Background: an optimization exercise with open tools, aiming at small area and a short achievable clock period. Do not read the settings as production practice.
The RTL was checked by simulation tests, not by an equivalence proof against the original design.

## sb64_xunit
module sb64_xunit (
    input  wire        clk,
    input  wire        rst,         
    input  wire        in_valid,
    input  wire [4:0]  in_op,
    input  wire [31:0] in_a,
    input  wire [31:0] in_b,
    input  wire [31:0] in_c,
    input  wire [31:0] in_d,
    input  wire [23:0] in_opnd,
    input  wire        wr_en,
    input  wire [1:0]  wr_sel,      
    input  wire [31:0] wr_data,
    output wire        res1_valid,
    output wire [31:0] res1_data,
    output wire        res2_valid,
    output wire [31:0] res2_data,
    output wire [31:0] mlo,
    output wire [31:0] mhi,
    output wire        mulv_ovf,
    output wire        div_busy,
    output wire        div_valid,
    output wire [31:0] div_res,
    output wire        div_dz,
    output wire        div_ovf
);
==> module sb64_div, before the edit <==
module sb64_div (
    input  wire        clk,
    input  wire        rst,
    input  wire        start,       
    input  wire [1:0]  kind,        
    input  wire [31:0] a,
    input  wire [31:0] b,
    output reg         busy,        
    output reg         valid,       
    output wire [31:0] result,
    output reg         dz,          
    output reg         ovf          
);
    reg        st1, st2, loop, fin;
    reg [1:0]  k;
    reg        sa, sq;              
    reg [31:0] Q, R, B;
    reg [5:0]  p, g4;
    wire sgn   = ~k[0];
    wire a_neg = sgn & Q[31];
    wire b_neg = sgn & B[31];
    function [32:0] bk33(input [32:0] x, input [32:0] y, input ci);
        reg [32:0] g, p, h;
        integer l, i;
        begin
            h = x ^ y;
            g = x & y;
            p = h;
            g[0] = g[0] | (p[0] & ci);
            for (l = 1; l < 33; l = l * 2)
                for (i = 2 * l - 1; i < 33; i = i + 2 * l) begin
                    g[i] = g[i] | (p[i] & g[i-l]);
                    p[i] = p[i] & p[i-l];
                end
            for (l = 16; l >= 1; l = l / 2)
                for (i = 3 * l - 1; i < 33; i = i + 2 * l) begin
                    g[i] = g[i] | (p[i] & g[i-l]);
                    p[i] = p[i] & p[i-l];
                end
            bk33 = h ^ {g[31:0], ci};
        end
    endfunction
    function [31:0] inc32(input [31:0] x, input ci);
        reg [31:0] p;
        integer l, i;
        begin
            p = x;
            for (l = 1; l < 32; l = l * 2)
                for (i = 2 * l - 1; i < 32; i = i + 2 * l)
                    p[i] = p[i] & p[i-l];
            for (l = 16; l >= 1; l = l / 2)
                for (i = 3 * l - 1; i < 32; i = i + 2 * l)
                    p[i] = p[i] & p[i-l];
            inc32 = x ^ ({p[30:0], 1'b1} & {32{ci}});
        end
    endfunction
    wire [31:0] n_in  = (~st1 & k[1]) ? R : Q;
    wire        n_en  = st1 ? a_neg : (k[1] ? sa : sq);
    wire [31:0] n_out = inc32(n_in ^ {32{n_en}}, n_en);
    wire [31:0] rs    = {R[30:0], Q[31]};
    wire [31:0] s_x   = st1 ? 32'd0 : (st2 ? Q : rs);
    wire [32:0] s_d   = bk33({1'b0, s_x}, ~{1'b0, B}, 1'b1);
    wire        s_ge  = ~s_d[32];
    function [4:0] log2f(input [31:0] x);    
        integer j;
        reg [7:0] nz, top;
        reg [1:0] ln, lz;
        reg [2:0] nk;
        begin
            lz = 2'd0;
            nk = 3'd0;
            for (j = 0; j < 8; j = j + 1)
                nz[j] = |x[4*j +: 4];
            for (j = 0; j < 8; j = j + 1) begin
                top[j] = nz[j] & ~(|(nz >> (j + 1)));
                ln = x[4*j+3] ? 2'd3 : (x[4*j+2] ? 2'd2 : (x[4*j+1] ? 2'd1 : 2'd0));
                lz = lz | ({2{top[j]}} & ln);
                nk = nk | ({3{top[j]}} & j[2:0]);
            end
            log2f = {nk, lz};
        end
    endfunction
    wire [4:0] la = log2f(Q);
    wire [4:0] lb = log2f(B);
    wire [5:0] q  = ((|B) && s_ge) ? ({1'b0, la} - {1'b0, lb} + 6'd1) : 6'd0;
    wire [5:0] q3 = q + 6'd3;
    wire skip = (p > g4);
    wire last = skip ? (p == 6'd4) : (p == 6'd1);
    assign result = Q;
    always @(posedge clk) begin
        if (rst) begin
            busy <= 1'b0; valid <= 1'b0;
            st1 <= 1'b0; st2 <= 1'b0; loop <= 1'b0; fin <= 1'b0;
        end else begin
            st1   <= start & ~busy;
            st2   <= st1;
            loop  <= st2 | (loop & ~last);
            fin   <= loop & last;
            valid <= fin;
            if (start & ~busy) busy <= 1'b1;
            else if (valid)    busy <= 1'b0;
        end
        if (start & ~busy) begin
            k <= kind;
            Q <= a;
            B <= b;
        end
        if (st1) begin
            B   <= b_neg ? s_d[31:0] : B;
            Q   <= n_out;
            R   <= 32'd0;
            sa  <= a_neg;
            sq  <= a_neg ^ b_neg;
            dz  <= (B == 32'd0);
            ovf <= (k == 2'd0) && (Q == 32'h80000000) && (B == 32'hFFFFFFFF);
        end
        if (st2) begin
            g4 <= {q3[5:2], 2'b00};
            p  <= 6'd32;
        end
        if (loop) begin
            if (skip) begin
                R <= {R[27:0], Q[31:28]};
                Q <= {Q[27:0], 4'd0};
                p <= p - 6'd4;
            end else begin
                R <= s_ge ? s_d[31:0] : rs;
                Q <= {Q[30:0], s_ge};
                p <= p - 6'd1;
            end
        end
        if (fin)
            Q <= (~k[1] & dz) ? 32'hFFFFFFFF : n_out;
    end
endmodule
Settings: LEC_CHECK=0, CAP_MARGIN=20, CORE_MARGIN=2, CORE_UTILIZATION=55, PLACE_DENSITY=0.62, SLEW_MARGIN=20; clock period 40.0 ns.
standard.sh (not shown) runs the stock make flow with config.mk's settings and CLKGATE_MAP_FILE= SYNTH_SCRIPT=/design/flow/synth_recipe.tcl, a recipe that flattens the netlist after the stock synthesis.
==> flow/flow/run.sh <==
#!/bin/bash
set -euo pipefail
here="$(cd "$(dirname "$0")/.." && pwd)"
cd "$here"
bash standard.sh synth > log_synth.txt 2>&1
export SETUP_SLACK_MARGIN=29.5
export BUFFER_PORTS_ARGS="-buffer_cell sky130_fd_sc_hd__buf_2"
bash standard.sh > log_layout.txt 2>&1
==> next run, changes <==
--- a/flow/design.v
+++ b/flow/design.v
@@ -2487,13 +2487,13 @@
     wire [4:0] la = log2f(Q);
     wire [4:0] lb = log2f(B);
     wire [5:0] q  = ((|B) && s_ge) ? ({1'b0, la} - {1'b0, lb} + 6'd1) : 6'd0;
     wire [5:0] q3 = q + 6'd3;
     wire skip = (p > g4);
     wire last = skip ? (p == 6'd4) : (p == 6'd1);
-    assign result = Q;
+    assign result = B;
     always @(posedge clk) begin
         if (rst) begin
             busy <= 1'b0; valid <= 1'b0;
             st1 <= 1'b0; st2 <= 1'b0; loop <= 1'b0; fin <= 1'b0;
         end else begin
             st1   <= start & ~busy;
@@ -2531,13 +2531,13 @@
                 R <= s_ge ? s_d[31:0] : rs;
                 Q <= {Q[30:0], s_ge};
                 p <= p - 6'd1;
             end
         end
         if (fin)
-            Q <= (~k[1] & dz) ? 32'hFFFFFFFF : n_out;
+            B <= (~k[1] & dz) ? 32'hFFFFFFFF : n_out;
     end
 endmodule
 module sb64_xunit (
     input  wire        clk,
     input  wire        rst,         
     input  wire        in_valid,
After rerunning: The new run went through all stages and came out clean. Register-to-register slack improved by 0.22 ns. Via count fell by 1.5%. Worst setup slack is better by 0.24 ns. Count of clock-buffer cells in the layout fell by 2.


Another version of the RTL of sb64_xunit (not shown whole).
Size in the first run: ~540 flip-flops, ~0.074 mm^2 of cells after synthesis.
clock: 40.0 ns
lec_check: 0
cap_margin: 20
core_margin: 2
core_utilization: 55
place_density: 0.62
slew_margin: 20
Scripts as last shown in full above: flow/flow/run.sh
Edit:
--- a/flow/design.v
+++ b/flow/design.v
@@ -104,22 +104,17 @@
     always @(*) begin
         for (k = 0; k < 32; k = k + 1)
             bref[k] = msbf ? b[(k & ~7) + 7 - (k & 7)] : b[k];
     end
     wire [31:0] dmask = op[1] ? 32'hFFFFFFFF : (op[0] ? 32'h0000FFFF : 32'h000000FF);
     wire [31:0] cin   = msbf ? reflw(a, w16) : (a & (w16 ? 32'h0000FFFF : 32'hFFFFFFFF));
     wire [31:0] z     = cin ^ (bref & dmask);
     wire [7:0]  t0    = tbits(u, z[7:0]);
-    wire [31:0] m0    = fold(tbits(u, 8'd1) & 8'h0F, rp);
-    wire [31:0] m1    = fold(tbits(u, 8'd2) & 8'h0F, rp);
-    wire [31:0] m2    = fold(tbits(u, 8'd4) & 8'h0F, rp);
-    wire [31:0] m3    = fold(tbits(u, 8'd8) & 8'h0F, rp);
-    wire [31:0] zlo   = (z >> 8) ^ ({32{z[0]}} & m0) ^ ({32{z[1]}} & m1)
-                                 ^ ({32{z[2]}} & m2) ^ ({32{z[3]}} & m3);
+    wire [31:0] zlo   = (z >> 8) ^ fold({4'd0, t0[3:0]}, rp);
     function [3:0] ckd_tab(input dbl, input [3:0] acc, input [3:0] dg);
         begin
             case ({dbl, acc, dg})
                 9'b0_0000_0001: ckd_tab = 4'd1;
                 9'b0_0000_0010: ckd_tab = 4'd2;
                 9'b0_0000_0011: ckd_tab = 4'd3;
                 9'b0_0000_0100: ckd_tab = 4'd4;
                 9'b0_0000_0101: ckd_tab = 4'd5;
=> Routed wire length goes down by about 5%; area after synthesis goes down by about 2%; cell area goes down by about 1.9%; utilization is about the same; via count goes down by 3.6%; sequential cell count is unchanged; hold slack loses 0.016 ns.

## port drivers added, routing unchanged
How much do the figures lean on ideal ports? The routed layouts below were timed once more, with nothing changed but the port constraints. Step 1 (the two cells are an assumption about what drives the block):
set clk [get_ports {clk}]
set_driving_cell -lib_cell sky130_fd_sc_hd__clkbuf_16 $clk
set_driving_cell -lib_cell sky130_fd_sc_hd__buf_2 [delete_from_list [all_inputs] $clk]
Step 2 also shifts input and output timing later by t, the mid clock arrival at the registers, as if the neighbouring blocks saw the same clock. Slacks: no drivers / after step 1 / after step 2; pairs: no drivers / after step 1.
run | t (ns) | setup WS [ns] | hold slack, ns | pins driven straight from the clock port
the first run of note 1 | 0.743 | 29.152 / 29.070 / 28.675 | 0.318 / 0.318 / 0.318 | 1
the second run of note 1 | 0.774 | 29.389 / 29.299 / 28.685 | 0.320 / 0.320 / 0.320 | 1
the first run of note 2 | 0.754 | 29.091 / 29.121 / 28.367 | 0.316 / 0.316 / 0.316 | 1
the second run of note 2 | 0.742 | 29.236 / 29.234 / 28.516 | 0.300 / 0.300 / 0.300 | 1
After both steps setup and hold are still met in every run listed. For the first run of note 2, which loses most, drivers alone change the setup slack by +0.030 ns; drivers and shift together by -0.724 ns.
